This design comes from an exercise in tuning for small area and a short achievable clock period on the open sky130 flow, not from production work.
No run shown here included a check of the RTL's function; only the layout flow was run.

==> design.v <==
module ecc80_codec (
    input  wire        clk,
    input  wire        rst,
    input  wire        enc_valid_i,
    input  wire [63:0] enc_data_i,
    output reg         enc_valid_o,
    output reg  [15:0] enc_check_o,
    input  wire        dec_valid_i,
    input  wire [79:0] dec_cw_i,
    output reg         dec_valid_o,
    output reg  [63:0] dec_data_o,
    output reg  [15:0] dec_check_o,
    output reg  [1:0]  dec_err_o
);
    wire [15:0] enc_chk;
    reg         enc_v1;
    reg  [63:0] enc_d;
    always @(posedge clk) begin
        enc_v1      <= enc_valid_i & ~rst;
        enc_valid_o <= enc_v1 & ~rst;
        enc_d       <= enc_data_i;
        enc_check_o <= enc_chk;
    end
    wire [239:0] ex;
    assign ex0 = enc_d[11] ^ enc_d[57];
    assign ex1 = enc_d[49] ^ ex0;
    assign ex2 = enc_d[1] ^ enc_d[10];
    assign ex3 = enc_d[4] ^ enc_d[9];
    assign ex4 = enc_d[6] ^ enc_d[19];
    assign ex5 = enc_d[12] ^ enc_d[45];
    assign ex6 = enc_d[29] ^ enc_d[43];
    assign ex7 = enc_d[2] ^ enc_d[13];
    assign ex8 = enc_d[21] ^ enc_d[22];
    assign ex9 = enc_d[30] ^ enc_d[44];
    assign ex10 = enc_d[31] ^ enc_d[47];
    assign ex11 = enc_d[23] ^ enc_d[24];
    assign ex12 = enc_d[25] ^ enc_d[46];
    assign ex13 = enc_d[26] ^ enc_d[32];
    assign ex14 = enc_d[27] ^ enc_d[48];
    assign ex15 = enc_d[38] ^ enc_d[63];
    assign ex16 = enc_d[5] ^ enc_d[18];
    assign ex17 = enc_d[50] ^ enc_d[53];
    assign ex18 = enc_d[0] ^ enc_d[17];
    assign ex19 = enc_d[28] ^ enc_d[59];
    assign ex20 = enc_d[20] ^ ex2;
    assign ex21 = enc_d[52] ^ ex6;
    assign ex22 = enc_d[58] ^ ex5;
    assign ex23 = enc_d[61] ^ ex4;
    assign ex24 = ex3 ^ ex18;
    assign ex25 = enc_d[39] ^ ex8;
    assign ex26 = enc_d[54] ^ ex10;
    assign ex27 = enc_d[60] ^ ex7;
    assign ex28 = enc_d[40] ^ ex11;
    assign ex29 = enc_d[41] ^ ex12;
    assign ex30 = enc_d[51] ^ ex1;
    assign ex31 = enc_d[3] ^ enc_d[14];
    assign ex32 = enc_d[7] ^ enc_d[62];
    assign ex33 = enc_d[16] ^ enc_d[42];
    assign ex34 = enc_d[34] ^ ex19;
    assign ex35 = ex9 ^ ex16;
    assign ex36 = enc_d[56] ^ ex13;
    assign ex37 = ex14 ^ ex22;
    assign ex38 = ex15 ^ ex24;
    assign ex39 = enc_d[36] ^ ex23;
    assign ex40 = ex21 ^ ex30;
    assign ex41 = enc_d[15] ^ enc_d[55];
    assign ex42 = enc_d[8] ^ ex17;
    assign ex43 = enc_d[33] ^ ex28;
    assign ex44 = enc_d[35] ^ ex35;
    assign ex45 = ex20 ^ ex36;
    assign ex46 = ex37 ^ ex39;
    assign ex47 = enc_d[37] ^ ex32;
    assign ex48 = enc_d[50] ^ ex33;
    assign ex49 = ex25 ^ ex34;
    assign ex50 = ex26 ^ ex27;
    assign ex51 = enc_d[62] ^ ex27;
    assign ex52 = ex29 ^ ex41;
    assign ex53 = ex31 ^ ex38;
    assign ex54 = enc_d[21] ^ enc_d[33];
    assign ex55 = enc_d[3] ^ enc_d[4];
    assign ex56 = enc_d[11] ^ enc_d[15];
    assign ex57 = enc_d[46] ^ enc_d[58];
    assign ex58 = enc_d[5] ^ enc_d[40];
    assign ex59 = enc_d[0] ^ enc_d[37];
    assign ex60 = enc_d[19] ^ enc_d[45];
    assign ex61 = enc_d[30] ^ enc_d[41];
    assign ex62 = enc_d[32] ^ enc_d[54];
    assign ex63 = enc_d[10] ^ enc_d[56];
    assign ex64 = enc_d[22] ^ enc_d[48];
    assign ex65 = enc_d[12] ^ ex55;
    assign ex66 = ex15 ^ ex57;
    assign ex67 = enc_d[23] ^ ex4;
    assign ex68 = enc_d[29] ^ ex3;
    assign ex69 = enc_d[63] ^ ex31;
    assign ex70 = enc_d[1] ^ ex6;
    assign ex71 = enc_d[55] ^ ex9;
    assign ex72 = enc_d[42] ^ ex12;
    assign ex73 = ex13 ^ ex17;
    assign ex74 = enc_d[39] ^ ex2;
    assign ex75 = ex25 ^ ex67;
    assign ex76 = ex58 ^ ex69;
    assign ex77 = ex8 ^ ex70;
    assign ex78 = ex11 ^ ex29;
    assign ex79 = ex48 ^ ex63;
    assign ex80 = ex28 ^ ex64;
    assign ex81 = enc_d[61] ^ ex34;
    assign ex82 = enc_d[25] ^ ex26;
    assign ex83 = ex33 ^ ex47;
    assign ex84 = ex32 ^ ex49;
    assign ex85 = ex42 ^ ex50;
    assign ex86 = ex1 ^ ex43;
    assign ex87 = ex51 ^ ex59;
    assign ex88 = enc_d[28] ^ ex45;
    assign ex89 = enc_d[60] ^ ex44;
    assign ex90 = ex43 ^ ex45;
    assign ex91 = ex44 ^ ex52;
    assign ex92 = ex40 ^ ex53;
    assign ex93 = ex10 ^ ex40;
    assign ex94 = ex46 ^ ex90;
    assign ex95 = enc_d[2] ^ ex54;
    assign ex96 = ex20 ^ ex23;
    assign ex97 = ex47 ^ ex95;
    assign ex98 = ex37 ^ ex96;
    assign ex99 = ex97 ^ ex98;
    assign ex100 = ex92 ^ ex99;
    assign ex101 = enc_d[49] ^ enc_d[52];
    assign ex102 = ex7 ^ ex56;
    assign ex103 = ex101 ^ ex20;
    assign ex104 = ex35 ^ ex42;
    assign ex105 = ex65 ^ ex66;
    assign ex106 = ex102 ^ ex103;
    assign ex107 = ex104 ^ ex105;
    assign ex108 = ex84 ^ ex106;
    assign ex109 = ex107 ^ ex108;
    assign ex110 = enc_d[11] ^ enc_d[16];
    assign ex111 = enc_d[35] ^ enc_d[51];
    assign ex112 = enc_d[59] ^ ex5;
    assign ex113 = ex110 ^ ex111;
    assign ex114 = ex68 ^ ex112;
    assign ex115 = ex113 ^ ex75;
    assign ex116 = ex76 ^ ex114;
    assign ex117 = ex85 ^ ex115;
    assign ex118 = ex116 ^ ex117;
    assign ex119 = enc_d[5] ^ enc_d[27];
    assign ex120 = enc_d[36] ^ ex41;
    assign ex121 = ex60 ^ ex61;
    assign ex122 = ex62 ^ ex119;
    assign ex123 = ex66 ^ ex120;
    assign ex124 = ex121 ^ ex122;
    assign ex125 = ex77 ^ ex123;
    assign ex126 = ex124 ^ ex86;
    assign ex127 = ex87 ^ ex125;
    assign ex128 = ex126 ^ ex127;
    assign ex129 = ex14 ^ ex60;
    assign ex130 = ex24 ^ ex71;
    assign ex131 = ex129 ^ ex78;
    assign ex132 = ex79 ^ ex130;
    assign ex133 = ex84 ^ ex131;
    assign ex134 = ex132 ^ ex93;
    assign ex135 = ex133 ^ ex134;
    assign ex136 = enc_d[17] ^ enc_d[63];
    assign ex137 = ex136 ^ ex22;
    assign ex138 = ex42 ^ ex72;
    assign ex139 = ex80 ^ ex137;
    assign ex140 = ex138 ^ ex88;
    assign ex141 = ex89 ^ ex139;
    assign ex142 = ex93 ^ ex140;
    assign ex143 = ex141 ^ ex142;
    assign ex144 = enc_d[9] ^ enc_d[18];
    assign ex145 = enc_d[59] ^ ex7;
    assign ex146 = ex9 ^ ex54;
    assign ex147 = ex144 ^ ex26;
    assign ex148 = ex73 ^ ex145;
    assign ex149 = ex146 ^ ex78;
    assign ex150 = ex147 ^ ex148;
    assign ex151 = ex40 ^ ex46;
    assign ex152 = ex149 ^ ex150;
    assign ex153 = ex151 ^ ex152;
    assign ex154 = enc_d[6] ^ enc_d[24];
    assign ex155 = ex0 ^ ex154;
    assign ex156 = ex71 ^ ex72;
    assign ex157 = ex73 ^ ex155;
    assign ex158 = ex38 ^ ex50;
    assign ex159 = ex77 ^ ex81;
    assign ex160 = ex156 ^ ex157;
    assign ex161 = ex158 ^ ex159;
    assign ex162 = ex160 ^ ex161;
    assign ex163 = enc_d[20] ^ enc_d[37];
    assign ex164 = enc_d[52] ^ enc_d[55];
    assign ex165 = ex163 ^ ex164;
    assign ex166 = ex1 ^ ex36;
    assign ex167 = ex165 ^ ex38;
    assign ex168 = ex75 ^ ex82;
    assign ex169 = ex166 ^ ex89;
    assign ex170 = ex167 ^ ex168;
    assign ex171 = ex169 ^ ex170;
    assign ex172 = enc_d[7] ^ enc_d[31];
    assign ex173 = enc_d[38] ^ enc_d[55];
    assign ex174 = enc_d[57] ^ ex16;
    assign ex175 = ex17 ^ ex172;
    assign ex176 = ex173 ^ ex25;
    assign ex177 = ex174 ^ ex175;
    assign ex178 = ex176 ^ ex177;
    assign ex179 = ex178 ^ ex94;
    assign ex180 = enc_d[8] ^ enc_d[13];
    assign ex181 = enc_d[56] ^ ex5;
    assign ex182 = ex62 ^ ex180;
    assign ex183 = ex21 ^ ex29;
    assign ex184 = ex74 ^ ex181;
    assign ex185 = ex182 ^ ex80;
    assign ex186 = ex81 ^ ex183;
    assign ex187 = ex184 ^ ex53;
    assign ex188 = ex185 ^ ex186;
    assign ex189 = ex187 ^ ex188;
    assign ex190 = enc_d[14] ^ enc_d[26];
    assign ex191 = enc_d[42] ^ enc_d[47];
    assign ex192 = enc_d[53] ^ ex190;
    assign ex193 = ex191 ^ ex68;
    assign ex194 = ex74 ^ ex192;
    assign ex195 = ex51 ^ ex193;
    assign ex196 = ex194 ^ ex86;
    assign ex197 = ex91 ^ ex195;
    assign ex198 = ex196 ^ ex197;
    assign ex199 = enc_d[2] ^ enc_d[24];
    assign ex200 = enc_d[26] ^ enc_d[34];
    assign ex201 = enc_d[43] ^ ex56;
    assign ex202 = ex61 ^ ex199;
    assign ex203 = ex200 ^ ex201;
    assign ex204 = ex202 ^ ex76;
    assign ex205 = ex79 ^ ex82;
    assign ex206 = ex203 ^ ex46;
    assign ex207 = ex204 ^ ex205;
    assign ex208 = ex206 ^ ex207;
    assign ex209 = enc_d[6] ^ enc_d[13];
    assign ex210 = enc_d[17] ^ enc_d[20];
    assign ex211 = enc_d[31] ^ enc_d[35];
    assign ex212 = enc_d[43] ^ enc_d[44];
    assign ex213 = ex13 ^ ex14;
    assign ex214 = ex19 ^ ex209;
    assign ex215 = ex210 ^ ex211;
    assign ex216 = ex212 ^ ex65;
    assign ex217 = ex213 ^ ex214;
    assign ex218 = ex215 ^ ex30;
    assign ex219 = ex52 ^ ex83;
    assign ex220 = ex216 ^ ex217;
    assign ex221 = ex218 ^ ex219;
    assign ex222 = ex220 ^ ex221;
    assign ex223 = enc_d[3] ^ enc_d[8];
    assign ex224 = enc_d[9] ^ enc_d[44];
    assign ex225 = enc_d[47] ^ enc_d[48];
    assign ex226 = enc_d[51] ^ ex0;
    assign ex227 = ex16 ^ ex223;
    assign ex228 = ex224 ^ ex225;
    assign ex229 = ex48 ^ ex226;
    assign ex230 = ex227 ^ ex228;
    assign ex231 = ex39 ^ ex229;
    assign ex232 = ex230 ^ ex87;
    assign ex233 = ex88 ^ ex231;
    assign ex234 = ex232 ^ ex233;
    assign ex235 = ex49 ^ ex83;
    assign ex236 = ex85 ^ ex91;
    assign ex237 = ex235 ^ ex92;
    assign ex238 = ex94 ^ ex236;
    assign ex239 = ex237 ^ ex238;
    assign enc_chk[0] = ~(ex100);
    assign enc_chk[1] = (ex109);
    assign enc_chk[2] = ~(ex118);
    assign enc_chk[3] = (ex128);
    assign enc_chk[4] = ~(ex135);
    assign enc_chk[5] = ~(ex143);
    assign enc_chk[6] = (ex153);
    assign enc_chk[7] = (ex162);
    assign enc_chk[8] = ~(ex171);
    assign enc_chk[9] = (ex179);
    assign enc_chk[10] = (ex189);
    assign enc_chk[11] = ~(ex198);
    assign enc_chk[12] = ~(ex208);
    assign enc_chk[13] = (ex222);
    assign enc_chk[14] = (ex234);
    assign enc_chk[15] = ~(ex239);
    function [6:0] gf_mul;
        input [6:0] a;
        input [6:0] b;
        reg   [12:0] p;
        integer i;
        begin
            p = 13'd0;
            for (i = 0; i < 7; i = i + 1)
                if (b[i]) p = p ^ ({6'd0, a} << i);
            for (i = 12; i >= 7; i = i - 1)
                if (p[i]) p = p ^ (13'h89 << (i - 7));
            gf_mul = p[6:0];
        end
    endfunction
    function pos_ok;
        input [6:0] x;
        begin
            case (x)
                7'd1, 7'd2, 7'd3, 7'd4, 7'd5, 7'd6, 7'd8, 7'd9, 7'd10, 7'd11,
                7'd12, 7'd16, 7'd18, 7'd20, 7'd22, 7'd24, 7'd25, 7'd27, 7'd29, 7'd31,
                7'd32, 7'd35, 7'd36, 7'd37, 7'd39, 7'd40, 7'd41, 7'd43, 7'd44, 7'd45,
                7'd47, 7'd48, 7'd50, 7'd51, 7'd53, 7'd54, 7'd55, 7'd57, 7'd58, 7'd61,
                7'd62, 7'd64, 7'd65, 7'd69, 7'd70, 7'd72, 7'd73, 7'd74, 7'd75, 7'd78,
                7'd80, 7'd81, 7'd82, 7'd83, 7'd85, 7'd86, 7'd87, 7'd88, 7'd90, 7'd93,
                7'd94, 7'd95, 7'd96, 7'd97, 7'd100, 7'd102, 7'd106, 7'd107, 7'd108, 7'd109,
                7'd110, 7'd111, 7'd113, 7'd114, 7'd115, 7'd116, 7'd122, 7'd124, 7'd125: pos_ok = 1'b1;
                default: pos_ok = 1'b0;
            endcase
        end
    endfunction
    function pos_chk;
        input [6:0] x;
        begin
            case (x)
                7'd1, 7'd2, 7'd4, 7'd8, 7'd9, 7'd16, 7'd18, 7'd25, 7'd32, 7'd36, 7'd50, 7'd64, 7'd65, 7'd72, 7'd100: pos_chk = 1'b1;
                default: pos_chk = 1'b0;
            endcase
        end
    endfunction
    function [6:0] inv_cube;
        input [6:0] x;
        begin
            case (x)
                7'd0: inv_cube = 7'd0;
                7'd1: inv_cube = 7'd1;
                7'd2: inv_cube = 7'd17;
                7'd3: inv_cube = 7'd24;
                7'd4: inv_cube = 7'd19;
                7'd5: inv_cube = 7'd82;
                7'd6: inv_cube = 7'd3;
                7'd7: inv_cube = 7'd122;
                7'd8: inv_cube = 7'd49;
                7'd9: inv_cube = 7'd56;
                7'd10: inv_cube = 7'd40;
                7'd11: inv_cube = 7'd33;
                7'd12: inv_cube = 7'd51;
                7'd13: inv_cube = 7'd4;
                7'd14: inv_cube = 7'd45;
                7'd15: inv_cube = 7'd71;
                7'd16: inv_cube = 7'd23;
                7'd17: inv_cube = 7'd36;
                7'd18: inv_cube = 7'd7;
                7'd19: inv_cube = 7'd88;
                7'd20: inv_cube = 7'd5;
                7'd21: inv_cube = 7'd44;
                7'd22: inv_cube = 7'd21;
                7'd23: inv_cube = 7'd96;
                7'd24: inv_cube = 7'd53;
                7'd25: inv_cube = 7'd30;
                7'd26: inv_cube = 7'd68;
                7'd27: inv_cube = 7'd100;
                7'd28: inv_cube = 7'd80;
                7'd29: inv_cube = 7'd46;
                7'd30: inv_cube = 7'd127;
                7'd31: inv_cube = 7'd103;
                7'd32: inv_cube = 7'd117;
                7'd33: inv_cube = 7'd18;
                7'd34: inv_cube = 7'd64;
                7'd35: inv_cube = 7'd115;
                7'd36: inv_cube = 7'd119;
                7'd37: inv_cube = 7'd38;
                7'd38: inv_cube = 7'd11;
                7'd39: inv_cube = 7'd47;
                7'd40: inv_cube = 7'd85;
                7'd41: inv_cube = 7'd124;
                7'd42: inv_cube = 7'd65;
                7'd43: inv_cube = 7'd2;
                7'd44: inv_cube = 7'd87;
                7'd45: inv_cube = 7'd58;
                7'd46: inv_cube = 7'd12;
                7'd47: inv_cube = 7'd110;
                7'd48: inv_cube = 7'd83;
                7'd49: inv_cube = 7'd93;
                7'd50: inv_cube = 7'd101;
                7'd51: inv_cube = 7'd86;
                7'd52: inv_cube = 7'd76;
                7'd53: inv_cube = 7'd62;
                7'd54: inv_cube = 7'd72;
                7'd55: inv_cube = 7'd66;
                7'd56: inv_cube = 7'd10;
                7'd57: inv_cube = 7'd90;
                7'd58: inv_cube = 7'd99;
                7'd59: inv_cube = 7'd79;
                7'd60: inv_cube = 7'd120;
                7'd61: inv_cube = 7'd81;
                7'd62: inv_cube = 7'd123;
                7'd63: inv_cube = 7'd31;
                7'd64: inv_cube = 7'd91;
                7'd65: inv_cube = 7'd26;
                7'd66: inv_cube = 7'd32;
                7'd67: inv_cube = 7'd28;
                7'd68: inv_cube = 7'd8;
                7'd69: inv_cube = 7'd73;
                7'd70: inv_cube = 7'd61;
                7'd71: inv_cube = 7'd111;
                7'd72: inv_cube = 7'd121;
                7'd73: inv_cube = 7'd22;
                7'd74: inv_cube = 7'd98;
                7'd75: inv_cube = 7'd14;
                7'd76: inv_cube = 7'd50;
                7'd77: inv_cube = 7'd109;
                7'd78: inv_cube = 7'd114;
                7'd79: inv_cube = 7'd54;
                7'd80: inv_cube = 7'd95;
                7'd81: inv_cube = 7'd16;
                7'd82: inv_cube = 7'd75;
                7'd83: inv_cube = 7'd70;
                7'd84: inv_cube = 7'd25;
                7'd85: inv_cube = 7'd39;
                7'd86: inv_cube = 7'd34;
                7'd87: inv_cube = 7'd106;
                7'd88: inv_cube = 7'd125;
                7'd89: inv_cube = 7'd92;
                7'd90: inv_cube = 7'd37;
                7'd91: inv_cube = 7'd113;
                7'd92: inv_cube = 7'd69;
                7'd93: inv_cube = 7'd29;
                7'd94: inv_cube = 7'd107;
                7'd95: inv_cube = 7'd52;
                7'd96: inv_cube = 7'd57;
                7'd97: inv_cube = 7'd112;
                7'd98: inv_cube = 7'd94;
                7'd99: inv_cube = 7'd43;
                7'd100: inv_cube = 7'd89;
                7'd101: inv_cube = 7'd105;
                7'd102: inv_cube = 7'd108;
                7'd103: inv_cube = 7'd78;
                7'd104: inv_cube = 7'd77;
                7'd105: inv_cube = 7'd55;
                7'd106: inv_cube = 7'd97;
                7'd107: inv_cube = 7'd59;
                7'd108: inv_cube = 7'd9;
                7'd109: inv_cube = 7'd20;
                7'd110: inv_cube = 7'd42;
                7'd111: inv_cube = 7'd102;
                7'd112: inv_cube = 7'd35;
                7'd113: inv_cube = 7'd67;
                7'd114: inv_cube = 7'd41;
                7'd115: inv_cube = 7'd6;
                7'd116: inv_cube = 7'd63;
                7'd117: inv_cube = 7'd74;
                7'd118: inv_cube = 7'd126;
                7'd119: inv_cube = 7'd84;
                7'd120: inv_cube = 7'd15;
                7'd121: inv_cube = 7'd118;
                7'd122: inv_cube = 7'd27;
                7'd123: inv_cube = 7'd104;
                7'd124: inv_cube = 7'd60;
                7'd125: inv_cube = 7'd48;
                7'd126: inv_cube = 7'd116;
                7'd127: inv_cube = 7'd13;
                default: inv_cube = 7'd0;
            endcase
        end
    endfunction
    wire [79:0] flip;
    wire [1:0]  err;
    reg         dec_v1;
    reg  [79:0] r1;
    always @(posedge clk) begin
        dec_v1 <= dec_valid_i & ~rst;
        r1     <= dec_cw_i;
    end
    wire [79:0] raw = r1 ^ 80'h99350000000000000000;
    wire [273:0] sx;
    assign sx0 = raw[40] ^ raw[60];
    assign sx1 = raw[43] ^ raw[57];
    assign sx2 = raw[9] ^ raw[36];
    assign sx3 = raw[10] ^ raw[61];
    assign sx4 = raw[4] ^ raw[52];
    assign sx5 = raw[22] ^ raw[35];
    assign sx6 = raw[45] ^ raw[59];
    assign sx7 = raw[18] ^ raw[46];
    assign sx8 = raw[44] ^ raw[58];
    assign sx9 = raw[12] ^ raw[41];
    assign sx10 = raw[8] ^ raw[42];
    assign sx11 = raw[37] ^ sx2;
    assign sx12 = sx0 ^ sx1;
    assign sx13 = raw[0] ^ raw[23];
    assign sx14 = raw[15] ^ raw[34];
    assign sx15 = raw[24] ^ raw[72];
    assign sx16 = raw[11] ^ raw[25];
    assign sx17 = raw[2] ^ raw[73];
    assign sx18 = raw[6] ^ raw[54];
    assign sx19 = raw[5] ^ raw[53];
    assign sx20 = sx3 ^ sx8;
    assign sx21 = raw[38] ^ raw[56];
    assign sx22 = raw[3] ^ raw[63];
    assign sx23 = raw[14] ^ raw[33];
    assign sx24 = raw[1] ^ raw[17];
    assign sx25 = raw[13] ^ raw[16];
    assign sx26 = raw[71] ^ raw[74];
    assign sx27 = sx7 ^ sx17;
    assign sx28 = raw[7] ^ sx9;
    assign sx29 = raw[78] ^ sx5;
    assign sx30 = raw[62] ^ sx10;
    assign sx31 = raw[55] ^ sx11;
    assign sx32 = raw[30] ^ sx12;
    assign sx33 = raw[31] ^ raw[75];
    assign sx34 = raw[26] ^ raw[51];
    assign sx35 = raw[39] ^ raw[77];
    assign sx36 = raw[27] ^ raw[32];
    assign sx37 = sx4 ^ sx18;
    assign sx38 = raw[21] ^ sx16;
    assign sx39 = raw[20] ^ sx15;
    assign sx40 = raw[19] ^ sx26;
    assign sx41 = sx6 ^ sx25;
    assign sx42 = sx14 ^ sx22;
    assign sx43 = raw[47] ^ sx27;
    assign sx44 = sx13 ^ sx31;
    assign sx45 = raw[68] ^ raw[76];
    assign sx46 = sx23 ^ sx35;
    assign sx47 = raw[28] ^ sx19;
    assign sx48 = raw[50] ^ sx36;
    assign sx49 = sx34 ^ sx39;
    assign sx50 = raw[70] ^ sx42;
    assign sx51 = raw[29] ^ sx30;
    assign sx52 = sx20 ^ sx28;
    assign sx53 = raw[48] ^ sx40;
    assign sx54 = sx32 ^ sx44;
    assign sx55 = raw[65] ^ raw[69];
    assign sx56 = raw[66] ^ sx24;
    assign sx57 = raw[67] ^ sx45;
    assign sx58 = raw[51] ^ sx4;
    assign sx59 = sx21 ^ sx33;
    assign sx60 = sx38 ^ sx46;
    assign sx61 = raw[71] ^ sx29;
    assign sx62 = sx37 ^ sx48;
    assign sx63 = raw[31] ^ sx43;
    assign sx64 = raw[49] ^ sx49;
    assign sx65 = raw[50] ^ raw[68];
    assign sx66 = raw[1] ^ raw[23];
    assign sx67 = raw[46] ^ raw[61];
    assign sx68 = raw[3] ^ raw[32];
    assign sx69 = raw[75] ^ raw[77];
    assign sx70 = raw[14] ^ raw[76];
    assign sx71 = raw[49] ^ raw[60];
    assign sx72 = raw[35] ^ raw[41];
    assign sx73 = raw[64] ^ raw[78];
    assign sx74 = raw[15] ^ raw[28];
    assign sx75 = raw[26] ^ raw[47];
    assign sx76 = raw[4] ^ raw[33];
    assign sx77 = raw[56] ^ sx6;
    assign sx78 = raw[21] ^ sx10;
    assign sx79 = sx21 ^ sx74;
    assign sx80 = raw[57] ^ sx68;
    assign sx81 = raw[70] ^ sx55;
    assign sx82 = raw[69] ^ sx19;
    assign sx83 = sx13 ^ sx33;
    assign sx84 = raw[67] ^ sx5;
    assign sx85 = sx66 ^ sx76;
    assign sx86 = sx18 ^ sx23;
    assign sx87 = sx15 ^ sx70;
    assign sx88 = sx14 ^ sx37;
    assign sx89 = sx20 ^ sx82;
    assign sx90 = sx47 ^ sx67;
    assign sx91 = raw[64] ^ sx41;
    assign sx92 = sx16 ^ sx84;
    assign sx93 = sx24 ^ sx77;
    assign sx94 = sx58 ^ sx78;
    assign sx95 = raw[9] ^ sx28;
    assign sx96 = sx30 ^ sx41;
    assign sx97 = raw[38] ^ sx29;
    assign sx98 = raw[10] ^ sx12;
    assign sx99 = sx11 ^ sx71;
    assign sx100 = sx47 ^ sx59;
    assign sx101 = raw[39] ^ sx52;
    assign sx102 = sx52 ^ sx56;
    assign sx103 = sx53 ^ sx92;
    assign sx104 = sx32 ^ sx50;
    assign sx105 = sx61 ^ sx83;
    assign sx106 = raw[58] ^ sx62;
    assign sx107 = sx51 ^ sx60;
    assign sx108 = sx95 ^ sx104;
    assign sx109 = raw[25] ^ sx63;
    assign sx110 = sx50 ^ sx102;
    assign sx111 = sx64 ^ sx100;
    assign sx112 = raw[2] ^ sx54;
    assign sx113 = sx55 ^ sx29;
    assign sx114 = sx57 ^ sx43;
    assign sx115 = sx53 ^ sx62;
    assign sx116 = sx91 ^ sx113;
    assign sx117 = sx107 ^ sx114;
    assign sx118 = sx115 ^ sx116;
    assign sx119 = sx54 ^ sx110;
    assign sx120 = sx111 ^ sx117;
    assign sx121 = sx118 ^ sx119;
    assign sx122 = sx120 ^ sx121;
    assign sx123 = raw[66] ^ raw[72];
    assign sx124 = raw[73] ^ raw[79];
    assign sx125 = sx26 ^ sx69;
    assign sx126 = sx73 ^ sx123;
    assign sx127 = sx124 ^ sx57;
    assign sx128 = sx81 ^ sx125;
    assign sx129 = sx126 ^ sx127;
    assign sx130 = sx128 ^ sx129;
    assign sx131 = raw[27] ^ raw[36];
    assign sx132 = raw[56] ^ sx0;
    assign sx133 = sx75 ^ sx131;
    assign sx134 = sx132 ^ sx133;
    assign sx135 = sx51 ^ sx88;
    assign sx136 = sx91 ^ sx134;
    assign sx137 = sx101 ^ sx105;
    assign sx138 = sx135 ^ sx136;
    assign sx139 = sx137 ^ sx138;
    assign sx140 = raw[7] ^ raw[11];
    assign sx141 = raw[48] ^ raw[63];
    assign sx142 = raw[65] ^ sx24;
    assign sx143 = sx36 ^ sx72;
    assign sx144 = sx140 ^ sx141;
    assign sx145 = sx87 ^ sx142;
    assign sx146 = sx143 ^ sx144;
    assign sx147 = sx90 ^ sx96;
    assign sx148 = sx145 ^ sx146;
    assign sx149 = sx147 ^ sx148;
    assign sx150 = sx54 ^ sx149;
    assign sx151 = raw[24] ^ raw[43];
    assign sx152 = raw[63] ^ raw[77];
    assign sx153 = sx9 ^ sx151;
    assign sx154 = sx152 ^ sx20;
    assign sx155 = sx56 ^ sx79;
    assign sx156 = sx86 ^ sx153;
    assign sx157 = sx51 ^ sx99;
    assign sx158 = sx154 ^ sx155;
    assign sx159 = sx156 ^ sx157;
    assign sx160 = sx158 ^ sx109;
    assign sx161 = sx159 ^ sx160;
    assign sx162 = raw[8] ^ raw[18];
    assign sx163 = sx9 ^ sx22;
    assign sx164 = sx162 ^ sx59;
    assign sx165 = sx163 ^ sx164;
    assign sx166 = sx103 ^ sx106;
    assign sx167 = sx165 ^ sx166;
    assign sx168 = sx112 ^ sx167;
    assign sx169 = raw[13] ^ raw[19];
    assign sx170 = raw[42] ^ raw[59];
    assign sx171 = sx45 ^ sx169;
    assign sx172 = sx170 ^ sx80;
    assign sx173 = sx85 ^ sx171;
    assign sx174 = sx31 ^ sx172;
    assign sx175 = sx173 ^ sx101;
    assign sx176 = sx174 ^ sx111;
    assign sx177 = sx175 ^ sx176;
    assign sx178 = raw[5] ^ raw[13];
    assign sx179 = raw[20] ^ raw[24];
    assign sx180 = raw[34] ^ raw[37];
    assign sx181 = raw[69] ^ raw[76];
    assign sx182 = sx6 ^ sx17;
    assign sx183 = sx21 ^ sx178;
    assign sx184 = sx179 ^ sx180;
    assign sx185 = sx181 ^ sx182;
    assign sx186 = sx183 ^ sx184;
    assign sx187 = sx98 ^ sx185;
    assign sx188 = sx186 ^ sx106;
    assign sx189 = sx107 ^ sx187;
    assign sx190 = sx188 ^ sx189;
    assign sx191 = raw[6] ^ raw[55];
    assign sx192 = raw[59] ^ raw[74];
    assign sx193 = sx8 ^ sx34;
    assign sx194 = sx191 ^ sx192;
    assign sx195 = sx193 ^ sx194;
    assign sx196 = sx60 ^ sx90;
    assign sx197 = sx97 ^ sx195;
    assign sx198 = sx196 ^ sx197;
    assign sx199 = sx108 ^ sx198;
    assign sx200 = raw[23] ^ sx0;
    assign sx201 = sx25 ^ sx72;
    assign sx202 = sx73 ^ sx80;
    assign sx203 = sx200 ^ sx201;
    assign sx204 = sx53 ^ sx89;
    assign sx205 = sx94 ^ sx202;
    assign sx206 = sx203 ^ sx204;
    assign sx207 = sx205 ^ sx109;
    assign sx208 = sx206 ^ sx207;
    assign sx209 = raw[11] ^ raw[16];
    assign sx210 = raw[19] ^ raw[62];
    assign sx211 = raw[72] ^ raw[77];
    assign sx212 = sx7 ^ sx65;
    assign sx213 = sx209 ^ sx210;
    assign sx214 = sx211 ^ sx212;
    assign sx215 = sx213 ^ sx88;
    assign sx216 = sx89 ^ sx97;
    assign sx217 = sx214 ^ sx215;
    assign sx218 = sx216 ^ sx217;
    assign sx219 = sx112 ^ sx218;
    assign sx220 = raw[12] ^ raw[27];
    assign sx221 = raw[37] ^ raw[53];
    assign sx222 = sx3 ^ sx69;
    assign sx223 = sx220 ^ sx221;
    assign sx224 = sx79 ^ sx85;
    assign sx225 = sx222 ^ sx223;
    assign sx226 = sx43 ^ sx49;
    assign sx227 = sx96 ^ sx224;
    assign sx228 = sx225 ^ sx103;
    assign sx229 = sx226 ^ sx227;
    assign sx230 = sx228 ^ sx229;
    assign sx231 = raw[8] ^ raw[17];
    assign sx232 = raw[44] ^ raw[62];
    assign sx233 = sx2 ^ sx231;
    assign sx234 = sx232 ^ sx27;
    assign sx235 = sx38 ^ sx41;
    assign sx236 = sx81 ^ sx86;
    assign sx237 = sx233 ^ sx98;
    assign sx238 = sx234 ^ sx235;
    assign sx239 = sx236 ^ sx64;
    assign sx240 = sx105 ^ sx237;
    assign sx241 = sx238 ^ sx239;
    assign sx242 = sx240 ^ sx241;
    assign sx243 = raw[22] ^ sx35;
    assign sx244 = sx65 ^ sx39;
    assign sx245 = sx58 ^ sx243;
    assign sx246 = sx93 ^ sx244;
    assign sx247 = sx245 ^ sx63;
    assign sx248 = sx246 ^ sx108;
    assign sx249 = sx247 ^ sx248;
    assign sx250 = raw[18] ^ raw[29];
    assign sx251 = raw[54] ^ sx1;
    assign sx252 = sx3 ^ sx19;
    assign sx253 = sx250 ^ sx42;
    assign sx254 = sx46 ^ sx57;
    assign sx255 = sx251 ^ sx252;
    assign sx256 = sx61 ^ sx93;
    assign sx257 = sx94 ^ sx99;
    assign sx258 = sx253 ^ sx254;
    assign sx259 = sx255 ^ sx256;
    assign sx260 = sx257 ^ sx258;
    assign sx261 = sx259 ^ sx260;
    assign sx262 = raw[22] ^ raw[45];
    assign sx263 = raw[52] ^ raw[60];
    assign sx264 = raw[73] ^ sx7;
    assign sx265 = sx75 ^ sx262;
    assign sx266 = sx263 ^ sx38;
    assign sx267 = sx40 ^ sx48;
    assign sx268 = sx87 ^ sx264;
    assign sx269 = sx265 ^ sx266;
    assign sx270 = sx267 ^ sx268;
    assign sx271 = sx44 ^ sx269;
    assign sx272 = sx270 ^ sx110;
    assign sx273 = sx271 ^ sx272;
    wire       sp = sx122;
    wire       t  = sx130;
    wire [6:0] s1, s3;
    assign s1[0] = sx139;
    assign s1[1] = sx150;
    assign s1[2] = sx161;
    assign s1[3] = sx168;
    assign s1[4] = sx177;
    assign s1[5] = sx190;
    assign s1[6] = sx199;
    assign s3[0] = sx208;
    assign s3[1] = sx219;
    assign s3[2] = sx230;
    assign s3[3] = sx242;
    assign s3[4] = sx249;
    assign s3[5] = sx261;
    assign s3[6] = sx273;
    wire [6:0] wv = gf_mul(s3, inv_cube(s1));
    wire       clean = ~sp & (s1 == 7'd0) & (s3 == 7'd0);
    wire       wunit = (wv == 7'd1);
    wire [6:0] yv;
    assign yv[0] = 1'b0;
    assign yv[1] = wv[2] ^ wv[3] ^ wv[4] ^ wv[6];
    assign yv[2] = wv[3] ^ wv[4] ^ wv[6];
    assign yv[3] = wv[5] ^ wv[6];
    assign yv[4] = wv[1] ^ wv[2] ^ wv[4];
    assign yv[5] = wv[3] ^ wv[5] ^ wv[6];
    assign yv[6] = wv[3] ^ wv[6];
    reg        dec_v2;
    reg [79:0] r2;
    reg [6:0]  s1_2;
    reg [6:0]  yv_2;
    reg        sp_2, t_2, clean_2, wunit_2, w0_2;
    always @(posedge clk) begin
        dec_v2 <= dec_v1 & ~rst;
        r2     <= r1;
        s1_2   <= s1;
        yv_2   <= yv;
        sp_2   <= sp;
        t_2    <= t;
        clean_2 <= clean;
        wunit_2 <= wunit;
        w0_2   <= wv[0];
    end
    wire [6:0] y = yv_2;
    wire [6:0] x1 = gf_mul(s1_2, y);
    wire [6:0] x2 = x1 ^ s1_2;
    wire ok1 = pos_ok(x1);
    wire ok2 = pos_ok(x2);
    wire ch1 = pos_chk(x1);
    wire ch2 = pos_chk(x2);
    wire nn  = clean_2;
    wire tt  = t_2;
    wire one = sp_2 & wunit_2 & ok2;
    wire two = ~sp_2 & ~nn & w0_2 & ok1 & ok2 & (tt == (ch1 ^ ch2));
    wire e79 = (nn & tt) | (one & (tt ^ ch2));
    wire fix = one | two;
    assign err = nn ? {1'b0, tt} : one ? {tt ^ ch2, ~(tt ^ ch2)} : two ? 2'd2 : 2'd3;
    assign flip[79] = e79;
    assign flip[64] = fix & ((x1 == 7'd1) | (x2 == 7'd1));
    assign flip[65] = fix & ((x1 == 7'd2) | (x2 == 7'd2));
    assign flip[66] = fix & ((x1 == 7'd4) | (x2 == 7'd4));
    assign flip[67] = fix & ((x1 == 7'd8) | (x2 == 7'd8));
    assign flip[68] = fix & ((x1 == 7'd16) | (x2 == 7'd16));
    assign flip[69] = fix & ((x1 == 7'd32) | (x2 == 7'd32));
    assign flip[70] = fix & ((x1 == 7'd64) | (x2 == 7'd64));
    assign flip[71] = fix & ((x1 == 7'd9) | (x2 == 7'd9));
    assign flip[72] = fix & ((x1 == 7'd18) | (x2 == 7'd18));
    assign flip[73] = fix & ((x1 == 7'd36) | (x2 == 7'd36));
    assign flip[74] = fix & ((x1 == 7'd72) | (x2 == 7'd72));
    assign flip[75] = fix & ((x1 == 7'd25) | (x2 == 7'd25));
    assign flip[76] = fix & ((x1 == 7'd50) | (x2 == 7'd50));
    assign flip[77] = fix & ((x1 == 7'd100) | (x2 == 7'd100));
    assign flip[78] = fix & ((x1 == 7'd65) | (x2 == 7'd65));
    assign flip[0] = fix & ((x1 == 7'd11) | (x2 == 7'd11));
    assign flip[1] = fix & ((x1 == 7'd22) | (x2 == 7'd22));
    assign flip[2] = fix & ((x1 == 7'd44) | (x2 == 7'd44));
    assign flip[3] = fix & ((x1 == 7'd88) | (x2 == 7'd88));
    assign flip[4] = fix & ((x1 == 7'd57) | (x2 == 7'd57));
    assign flip[5] = fix & ((x1 == 7'd114) | (x2 == 7'd114));
    assign flip[6] = fix & ((x1 == 7'd109) | (x2 == 7'd109));
    assign flip[7] = fix & ((x1 == 7'd83) | (x2 == 7'd83));
    assign flip[8] = fix & ((x1 == 7'd47) | (x2 == 7'd47));
    assign flip[9] = fix & ((x1 == 7'd94) | (x2 == 7'd94));
    assign flip[10] = fix & ((x1 == 7'd53) | (x2 == 7'd53));
    assign flip[11] = fix & ((x1 == 7'd106) | (x2 == 7'd106));
    assign flip[12] = fix & ((x1 == 7'd93) | (x2 == 7'd93));
    assign flip[13] = fix & ((x1 == 7'd51) | (x2 == 7'd51));
    assign flip[14] = fix & ((x1 == 7'd102) | (x2 == 7'd102));
    assign flip[15] = fix & ((x1 == 7'd69) | (x2 == 7'd69));
    assign flip[16] = fix & ((x1 == 7'd3) | (x2 == 7'd3));
    assign flip[17] = fix & ((x1 == 7'd6) | (x2 == 7'd6));
    assign flip[18] = fix & ((x1 == 7'd12) | (x2 == 7'd12));
    assign flip[19] = fix & ((x1 == 7'd24) | (x2 == 7'd24));
    assign flip[20] = fix & ((x1 == 7'd48) | (x2 == 7'd48));
    assign flip[21] = fix & ((x1 == 7'd96) | (x2 == 7'd96));
    assign flip[22] = fix & ((x1 == 7'd73) | (x2 == 7'd73));
    assign flip[23] = fix & ((x1 == 7'd27) | (x2 == 7'd27));
    assign flip[24] = fix & ((x1 == 7'd54) | (x2 == 7'd54));
    assign flip[25] = fix & ((x1 == 7'd108) | (x2 == 7'd108));
    assign flip[26] = fix & ((x1 == 7'd81) | (x2 == 7'd81));
    assign flip[27] = fix & ((x1 == 7'd43) | (x2 == 7'd43));
    assign flip[28] = fix & ((x1 == 7'd86) | (x2 == 7'd86));
    assign flip[29] = fix & ((x1 == 7'd37) | (x2 == 7'd37));
    assign flip[30] = fix & ((x1 == 7'd74) | (x2 == 7'd74));
    assign flip[31] = fix & ((x1 == 7'd29) | (x2 == 7'd29));
    assign flip[32] = fix & ((x1 == 7'd58) | (x2 == 7'd58));
    assign flip[33] = fix & ((x1 == 7'd116) | (x2 == 7'd116));
    assign flip[34] = fix & ((x1 == 7'd97) | (x2 == 7'd97));
    assign flip[35] = fix & ((x1 == 7'd75) | (x2 == 7'd75));
    assign flip[36] = fix & ((x1 == 7'd31) | (x2 == 7'd31));
    assign flip[37] = fix & ((x1 == 7'd62) | (x2 == 7'd62));
    assign flip[38] = fix & ((x1 == 7'd124) | (x2 == 7'd124));
    assign flip[39] = fix & ((x1 == 7'd113) | (x2 == 7'd113));
    assign flip[40] = fix & ((x1 == 7'd107) | (x2 == 7'd107));
    assign flip[41] = fix & ((x1 == 7'd95) | (x2 == 7'd95));
    assign flip[42] = fix & ((x1 == 7'd55) | (x2 == 7'd55));
    assign flip[43] = fix & ((x1 == 7'd110) | (x2 == 7'd110));
    assign flip[44] = fix & ((x1 == 7'd85) | (x2 == 7'd85));
    assign flip[45] = fix & ((x1 == 7'd35) | (x2 == 7'd35));
    assign flip[46] = fix & ((x1 == 7'd70) | (x2 == 7'd70));
    assign flip[47] = fix & ((x1 == 7'd5) | (x2 == 7'd5));
    assign flip[48] = fix & ((x1 == 7'd10) | (x2 == 7'd10));
    assign flip[49] = fix & ((x1 == 7'd20) | (x2 == 7'd20));
    assign flip[50] = fix & ((x1 == 7'd40) | (x2 == 7'd40));
    assign flip[51] = fix & ((x1 == 7'd80) | (x2 == 7'd80));
    assign flip[52] = fix & ((x1 == 7'd41) | (x2 == 7'd41));
    assign flip[53] = fix & ((x1 == 7'd82) | (x2 == 7'd82));
    assign flip[54] = fix & ((x1 == 7'd45) | (x2 == 7'd45));
    assign flip[55] = fix & ((x1 == 7'd90) | (x2 == 7'd90));
    assign flip[56] = fix & ((x1 == 7'd61) | (x2 == 7'd61));
    assign flip[57] = fix & ((x1 == 7'd122) | (x2 == 7'd122));
    assign flip[58] = fix & ((x1 == 7'd125) | (x2 == 7'd125));
    assign flip[59] = fix & ((x1 == 7'd115) | (x2 == 7'd115));
    assign flip[60] = fix & ((x1 == 7'd111) | (x2 == 7'd111));
    assign flip[61] = fix & ((x1 == 7'd87) | (x2 == 7'd87));
    assign flip[62] = fix & ((x1 == 7'd39) | (x2 == 7'd39));
    assign flip[63] = fix & ((x1 == 7'd78) | (x2 == 7'd78));
    always @(posedge clk) begin
        dec_valid_o <= dec_v2 & ~rst;
        {dec_check_o, dec_data_o} <= r2 ^ flip;
        dec_err_o   <= err;
    end
endmodule
==> run.sh <==
#!/bin/bash
# synth_recipe.tcl (not shown) runs the flow's synth.tcl, then flattens the netlist and writes it again
# the make line also repeats each setting of config.mk as NAME=value (left out here)
make -C /OpenROAD-flow-scripts/flow DESIGN_CONFIG=/design/flow/config.mk WORK_HOME=/design/flow/orfs CLKGATE_MAP_FILE= SYNTH_SCRIPT=/design/flow/synth_recipe.tcl finish
==> config.mk <==
export PLATFORM = sky130hd
export DESIGN_NAME = ecc80_codec
export DESIGN_NICKNAME = ecc80_codec
export VERILOG_FILES = /design/flow/design.v
export SDC_FILE = /design/flow/constraint.sdc
export NUM_CORES = 4
export LEC_CHECK = 0
export CAP_MARGIN = 20
export CORE_MARGIN = 2
export CORE_UTILIZATION = 55
export PLACE_DENSITY = 0.7
export SLEW_MARGIN = 70
==> constraint.sdc <==
create_clock -name core_clock -period 22.0 [get_ports {clk}]
set_input_delay 4.4000 -clock core_clock [delete_from_list [all_inputs] [get_ports {clk}]]
set_output_delay 4.4000 -clock core_clock [all_outputs]
set_load 0.01 [all_outputs]
==> run_results.csv, run 1 <==
group,metric,value,unit
logic_synthesis,ys_async_sr_fraction,0,%
drt,drt-initial-drc-count,1900,
drt,finalWirelength,57.8,mm
worst_setup_path,start_kind,"flip-flop",
cells_and_area,total_area_of_multi_input_combinational_cells,0.0112,mm²
global_routing,grt_start_max_net_pins,66,
drt,vias_after_detailed_routing,14100,
floorplanning,io_pins,248,
cts,cts_max_level,2,
cells_and_area,layout.cells.most_common_list,"sky130_fd_sc_hd__xnor2_1 (435), sky130_fd_sc_hd__dfxtp_1 (335), sky130_fd_sc_hd__clkdlybuf4s50_1 (247), sky130_fd_sc_hd__nand2_1 (205), sky130_fd_sc_hd__xor2_1 (88)",
sta,whs,382,ps
cells_and_area,diodes,0,
floorplanning,core_region_area,0.0323,mm²
cts,cts.reportedPaths.clkPinSlew,70,ps
logic_synthesis,synthesis.area,0.0179,mm²
worst_setup_path,r2r-end,"yv_2[1]$_DFF_P_",
sta,final.setup_skew,21.3,ps
placement,io_buffers,247,
worst_setup_path,critPathRequiredTime,22420,ps
global_routing,first_global_vias,13800,
logic_synthesis,synth_top_cells_by_area,"sky130_fd_sc_hd__dfxtp_1 (39%), sky130_fd_sc_hd__xnor2_1 (23%), sky130_fd_sc_hd__xnor3_1 (6.7%)",
sta,final.setup.tns,0,ps
logic_synthesis,post_synth_inst_count,1769,
logic_synthesis,synthDominantCellAreaShare,38.6,%
logic_synthesis,avgSynthCellArea,10.1,µm²
cts,cts_post_setup_buffers_inserted,0,
worst_setup_path,crit_type,"reg2reg",
sta,finalCriticalPeriod,6500,ps
cts,cts_inserted_buffers,37,
floorplanning,design.die.area,0.0340,mm²
logic_synthesis,post-synth-top-area-cell,"sky130_fd_sc_hd__dfxtp_1",
sta,finalCritPeriodShare,29.6,%
worst_setup_path,worst_case_reg_to_reg_path_depth,19,
worst_setup_path,timing.critical_path.to_type,"flip-flop",
cells_and_area,layout-drive-gt1-share,11.4,%
drt,routed_wire_length_per_instance,23.3,µm
sta,final-hold-violation-count,0,
cells_and_area,register_area,0.00692,mm²
worst_setup_path,cp_cell_sequence,"xnor3_1 > xnor2_1 > xnor2_1 > xnor2_1 > xor3_4 > clkinv_2 > ha_1 > nand2_1 > a21boi_1 > o221ai_1 > a22oi_1 > a2bb2oi_1 > buf_4 > mux2_2 > a22oi_1 > xnor3_1 > xnor2_2 > xnor3_2 > xnor3_1",
cts,clk_latency,540,ps
worst_setup_path,timing.critical_path.from,"r1[46]$_DFF_P_",
sta,maxClockFrequency,154,MHz
cells_and_area,most_frequent_standard_cell_in_the_layout_excluding_fill_and_tap_cells,"sky130_fd_sc_hd__xnor2_1",
drt,drt_drc,0,
cts,cts.hold.buffers_added,0,
sta,rsz0062_at_grt,"false",
floorplanning,die_w,184,µm
logic_synthesis,yosys_most_used_dff,"sky130_fd_sc_hd__dfxtp_1",
sta,timing.slew.headroom,67.0,%
worst_setup_path,crit_path_max_fanout,21,
global_routing,grt_util_all_layers,33.6,%
cts,cts-root-buf,"sky130_fd_sc_hd__clkbuf_16",
sta,setup_viol,0,
cells_and_area,fraction_of_the_core_area_covered_by_cells_at_the_end_of_the_flow,70.7,%
logic_synthesis,ys_warn_count,515,
drt,detail-route-antenna-nets,0,
sta,slew_violations,0,
logic_synthesis,synth_edf_count,0,
hold_path,hold_path_class,"reg2reg",
drt,vias_per_cell,5.66,
cts,maximum_count_of_clock_buffers_along_a_single_path,3,
sta,worst_pin_slew,491,ps
worst_setup_path,regToRegStartpoint,"r1[46]$_DFF_P_",
cts,cts.sinks,345,
cts,clock_tree_from_tritoncts,"done",
worst_setup_path,critPathMaxStageDelay,550,ps
cells_and_area,design_area,0.0228,mm²
cts,postCtsResizedCells,0,
logic_synthesis,yosysSeqAreaShare,38.6,%
logic_synthesis,synthesis.nets,1941,
placement,routabilityCongestion,1.02,
global_routing,grt.overflow.total,0,
placement,place_area,0.0213,mm²
floorplanning,start_util,55.5,%
logic_synthesis,synth-seq-cells,345,
global_routing,grt_antenna_before_repair,3,
worst_setup_path,r2r_setup_slk,15500,ps
global_routing,grt_first_pass_wirelength,84.9,mm
worst_setup_path,cell_at_the_slowest_stage_of_the_critical_path,"sky130_fd_sc_hd__dfxtp_1",
cells_and_area,design.final.nets,2184,
job,drv_cap,0,
logic_synthesis,synth_cell_type_count,87,
floorplanning,floorplan.rows,66,
cells_and_area,final.fill_count,2373,
worst_setup_path,cp_data_arrival_time,6920,ps
cells_and_area,syn2layout_area_growth,27.5,%
drt,drt-pass1-iter-count,6,
run_status,run_status,"complete, no violations",
floorplanning,die_y,184,µm
worst_setup_path,crit_end,"yv_2[1]$_DFF_P_",
placement,detailed_place_hpwl,44.0,mm
[per-layer routing]
metal	up-vias	track usage [%]	routed length, µm
met5	-	0	0
li1	6411	-	-
met2	820	52.9	26000
met3	160	6.97	5630
met4	0	10.1	1850
met1	6671	46.6	24300
[cells in the mapped netlist (5+ instances only)]
library cell,count
sky130_fd_sc_hd__a21oi_1,33
sky130_fd_sc_hd__xor3_1,5
sky130_fd_sc_hd__o21ai_0,33
sky130_fd_sc_hd__xnor2_1,478
sky130_fd_sc_hd__nor2b_1,14
sky130_fd_sc_hd__dfxtp_1,345
sky130_fd_sc_hd__o22ai_1,84
sky130_fd_sc_hd__a211o_1,5
sky130_fd_sc_hd__o311a_1,5
sky130_fd_sc_hd__inv_1,20
sky130_fd_sc_hd__xor2_1,107
sky130_fd_sc_hd__and2_1,9
sky130_fd_sc_hd__nand2_1,207
sky130_fd_sc_hd__nand3_1,16
sky130_fd_sc_hd__o21a_1,8
sky130_fd_sc_hd__nor3_1,12
sky130_fd_sc_hd__o211ai_1,10
sky130_fd_sc_hd__xnor3_1,53
sky130_fd_sc_hd__nor2_1,73
sky130_fd_sc_hd__or2_2,5
sky130_fd_sc_hd__buf_2,16
sky130_fd_sc_hd__mux2i_1,11
sky130_fd_sc_hd__ha_1,24
sky130_fd_sc_hd__nand2b_1,16
sky130_fd_sc_hd__xnor3_2,5
sky130_fd_sc_hd__a22oi_1,7
sky130_fd_sc_hd__clkbuf_1,44
[kinds of logic after synthesis]
family / synth area share, %
xor gates and xnor gates: 36.9
and+or+nand+nor: 9.08
adders and majority gates: 1.68
buffers and inverters: 2.37
muxes: 1.12
AOI/OAI and AO/OA: 10.3
DFF: 38.6
[stage by stage]
step,instances,setup WS [ps]
finish,2483,15500
global route,2483,15170
CTS,2483,15550
detailed placement,2415,15560
global placement,2396,15360
floorplan,1769,16280
[worst min path at each step]
stage	to	slack, ps	cells after the start	start
after global placement	r2[0]$_DFF_P_	360	0	r1[0]$_DFF_P_
after floorplan	r2[56]$_DFF_P_	330	0	r1[56]$_DFF_P_
final	r2[28]$_DFF_P_	380	0	r1[28]$_DFF_P_
after detailed placement	r2[28]$_DFF_P_	370	0	r1[28]$_DFF_P_
after global routing	r2[28]$_DFF_P_	380	0	r1[28]$_DFF_P_
after CTS	r2[28]$_DFF_P_	380	0	r1[28]$_DFF_P_
[final cells by class]
cell class / count / share of cell area [%]
Clock buffer: 49 / 4.61
Clock inverter: 19 / 1.25
Inverter: 25 / 0.444
Multi-Input combinational cell: 1328 / 49.2
Sequential cell: 345 / 30.3
Tap cell: 442 / 2.42
Timing Repair Buffer: 275 / 11.8
[critical path: cells and delay by family, from the launching register on]
family | cells | cell delay, ps
XOR/XNOR | 9 | 3180
AO/OA/AOI/OAI | 5 | 1050
buffers and inverters | 2 | 590
flip-flops | 1 | 550
adder cells (fa/ha/maj) | 1 | 490
multiplexers | 1 | 350
AND/OR/NAND/NOR | 1 | 170
[flip-flops by register name, summed over array words and instances, names as in the netlist, 6 cells and up]
name / count
dec_data_o: 64
yv_2: 6
dec_check_o: 16
enc_d: 64
enc_check_o: 16
r1: 80
r2: 80
s1_2: 7
==> inputs of run 2 (changes only) <==
--- a/config.mk
+++ b/config.mk
@@ -8,5 +8,7 @@
 export CAP_MARGIN = 20
 export CORE_MARGIN = 2
 export CORE_UTILIZATION = 55
+export CTS_BUF_LIST = sky130_fd_sc_hd__clkbuf_4
+export CTS_CLUSTER_SIZE = 30
 export PLACE_DENSITY = 0.7
-export SLEW_MARGIN = 70
+export SLEW_MARGIN = 20
==> run 2 against run 1 <==
  * Synthesized cell count unchanged
  * Still clean
  * Clock skew increased by 32 ps
  * Critical path type unchanged
  * Sequential cell count is the same
  * Design area decreased by 4.6%
  * Fmax is 5.7% lower
==> run_results.csv, run 2 <==
group,metric,value,unit
logic_synthesis,synthDominantCellAreaShare,38.6,%
cts,cts_inserted_buffers,84,
logic_synthesis,synthesis.area,0.0179,mm²
global_routing,grt_first_pass_wirelength,83.0,mm
floorplanning,io_pins,248,
logic_synthesis,post_synth_inst_count,1769,
logic_synthesis,avgSynthCellArea,10.1,µm²
drt,drt-initial-drc-count,1782,
cells_and_area,register_area,0.00691,mm²
worst_setup_path,critPathMaxStageDelay,800,ps
cells_and_area,final.fill_count,2575,
cells_and_area,fraction_of_the_core_area_covered_by_cells_at_the_end_of_the_flow,67.5,%
logic_synthesis,yosysSeqAreaShare,38.6,%
sta,slew_violations,0,
cts,cts.sinks,345,
sta,timing.slew.headroom,22.6,%
logic_synthesis,post-synth-top-count-cell,"sky130_fd_sc_hd__xnor2_1",
sta,final.setup_skew,52.9,ps
sta,finalCriticalPeriod,6900,ps
sta,maxClockFrequency,145,MHz
logic_synthesis,xor_xnor_share_of_the_synthesized_area,36.9,%
cts,postCtsResizedCells,0,
logic_synthesis,ys_warn_count,515,
logic_synthesis,combinational_family_with_the_most_area_after_synthesis,"XOR/XNOR gates",
sta,setup_viol,0,
worst_setup_path,crit_path_max_fanout,21,
sta,worst_slack,15100,ps
cells_and_area,layout.cells.most_common_list,"sky130_fd_sc_hd__xnor2_1 (478), sky130_fd_sc_hd__dfxtp_1 (345), sky130_fd_sc_hd__clkdlybuf4s50_1 (247), sky130_fd_sc_hd__nand2_1 (207), sky130_fd_sc_hd__clkbuf_4 (116)",
cts,cts_post_setup_buffers_inserted,0,
sta,finalCritPeriodShare,31.4,%
logic_synthesis,synth_adder_area_share,1.68,%
logic_synthesis,ys_async_sr_fraction,0,%
worst_setup_path,cp_cell_sequence,"xnor3_1 > xnor2_1 > xnor2_1 > xnor2_1 > xor3_1 > inv_2 > ha_1 > nand2_1 > a21boi_0 > o221ai_1 > a22oi_1 > a2bb2oi_1 > buf_4 > mux2_2 > a22oi_1 > xnor3_1 > xnor2_2 > xnor3_2 > xnor3_1",
cts,maximum_count_of_clock_buffers_along_a_single_path,3,
global_routing,grt_util_all_layers,33.0,%
placement,placement.setup.worst_slack,15240,ps
drt,routed_wire_length_per_instance,22.2,µm
cells_and_area,layout-drive-gt1-share,8.44,%
cts,cts.reportedPaths.clkPinSlew,70,ps
logic_synthesis,synth_compound_area_share,10.3,%
worst_setup_path,critPathRequiredTime,22650,ps
logic_synthesis,muxShareOfSynthArea,1.12,%
logic_synthesis,synth-seq-cells,345,
worst_setup_path,timing.critical_path.to_type,"flip-flop",
cells_and_area,most_frequent_standard_cell_in_the_layout_excluding_fill_and_tap_cells,"sky130_fd_sc_hd__xnor2_1",
run_status,run_status,"complete, no violations",
cts,cts-root-buf,"sky130_fd_sc_hd__clkbuf_4",
drt,finalWirelength,56.3,mm
floorplanning,floorplan.rows,66,
cells_and_area,total_area_of_multi_input_combinational_cells,0.0106,mm²
cells_and_area,design.final.nets,2212,
drt,vias_per_cell,5.54,
worst_setup_path,start_kind,"flip-flop",
job,drv_cap,0,
drt,drt-pass1-iter-count,8,
logic_synthesis,synthesis.nets,1941,
cts,clock_tree_from_tritoncts,"done",
logic_synthesis,yosys_most_used_dff,"sky130_fd_sc_hd__dfxtp_1",
logic_synthesis,synth_edf_count,0,
worst_setup_path,cell_at_the_slowest_stage_of_the_critical_path,"sky130_fd_sc_hd__xor3_1",
sta,final-hold-violation-count,0,
drt,vias_after_detailed_routing,14100,
sta,final.setup.tns,0,ps
floorplanning,die_w,184,µm
placement,detailed_place_hpwl,43.2,mm
drt,detail-route-antenna-nets,0,
global_routing,grt_start_max_net_pins,66,
logic_synthesis,post-synth-top-area-cell,"sky130_fd_sc_hd__dfxtp_1",
floorplanning,design.die.area,0.0340,mm²
hold_path,hold_path_class,"reg2reg",
worst_setup_path,cp_data_arrival_time,7550,ps
floorplanning,start_util,55.5,%
sta,whs,376,ps
logic_synthesis,synth_simple_gate_area_share,9.08,%
drt,drt_drc,0,
cells_and_area,regs_by_ff_count,"r1: 80 flops, r2: 80 flops",
placement,io_buffers,247,
sta,rsz0062_at_grt,"false",
worst_setup_path,crit_type,"reg2reg",
cells_and_area,syn2layout_area_growth,21.7,%
floorplanning,die_y,184,µm
sta,worst_pin_slew,1150,ps
logic_synthesis,synth_top_cells_by_area,"sky130_fd_sc_hd__dfxtp_1 (39%), sky130_fd_sc_hd__xnor2_1 (23%), sky130_fd_sc_hd__xnor3_1 (6.7%)",
global_routing,first_global_vias,13800,
cts,clk_latency,790,ps
global_routing,grt_antenna_before_repair,5,
logic_synthesis,synth_cell_type_count,87,
floorplanning,core_region_area,0.0323,mm²
logic_synthesis,ys_top_cells_by_count,"sky130_fd_sc_hd__xnor2_1 (478), sky130_fd_sc_hd__dfxtp_1 (345), sky130_fd_sc_hd__nand2_1 (207)",
cts,cts.hold.buffers_added,0,
global_routing,grt.overflow.total,0,
cts,cts_max_level,3,
placement,routabilityCongestion,1.02,
[run 2: cells by family (layout without fill, tap and decap cells)]
logic type	Yosys count	after routing
compound gates	261	261
simple gates	375	375
xor+xnor	651	651
other cells	0	2
fa+ha+maj	24	24
flops	345	345
mux	17	17
buf+inv	96	423
[run 2: routing by layer]
layer / part of all wire [%] / track usage [%] / vias up / wire length, µm
li1: - / - / 6507 / -
met4: 3.1 / 11.5 / 0 / 1760
met2: 44 / 51.3 / 864 / 25000
met3: 9.8 / 7.31 / 130 / 5500
met5: 0 / 0 / - / 0
met1: 43 / 45.4 / 6580 / 24000
[run 2: per-stage QoR]
step / instances / cell area [µm²]
2_1_floorplan: 1769 / 17900
3_3_place_gp: 2396 / 20700
3_5_place_dp: 2396 / 20700
4_1_cts: 2538 / 21800
5_1_grt: 2540 / 21800
6_report: 2540 / 21800
[run 2: worst paths after layout]
kind / start / endpoint / slack (ps) / cells past startpoint
worst min-delay path: r1[0]$_DFF_P_ / r2[0]$_DFF_P_ / 380 / 0
worst max-delay path: r1[46]$_DFF_P_ / yv_2[1]$_DFF_P_ / 15100 / 19
worst min register to register: r1[0]$_DFF_P_ / r2[0]$_DFF_P_ / 380 / 0
worst max register to register: r1[46]$_DFF_P_ / yv_2[1]$_DFF_P_ / 15100 / 19
[run 2: layout make-up]
type / instances / share of cell area [%]
clock buffer: 116 / 4.00
timing repair buffer: 256 / 11.7
multi-input combinational: 1328 / 48.6
antenna: 2 / 0.0230
sequential: 345 / 31.7
clock inverter: 26 / 1.04
inverter: 25 / 0.442
tap: 442 / 2.54
[run 2: critical path, delay by kind of cell (launching register included)]
family,cells,cell delay (ps)
fa+ha+maj,1,460
simple gates,1,170
xor+xnor,9,3470
compound gates,5,1200
buf+inv,2,610
flops,1,520
mux,1,350

==> separate check: timing with driven ports <==
The results above use ideal ports. As a check the final layouts listed here were re-extracted and re-timed, cells and wires unchanged. Step 1 sets driving cells, clkbuf_16 on the clock port and buf_2 on the other inputs (assumed; they add their load-dependent delay and slew). Step 2 also shifts input and output timing later by t, the mid clock arrival at the registers, as if the neighbouring blocks saw the same clock. Slacks: ideal / step 1 / step 2; pairs: ideal / step 1.
| run | t, ns | slack for setup (ns) | worst setup path after step 2 | worst register clock-pin slew, ns |
|---|---|---|---|---|
| run 1 | 0.583 | 15.495 / 15.495 / 15.495 | register to register | 0.07 / 0.07 |
| run 2 | 0.811 | 15.101 / 15.101 / 15.101 | register to register | 0.08 / 0.08 |
After both steps setup and hold are still met in every run listed.
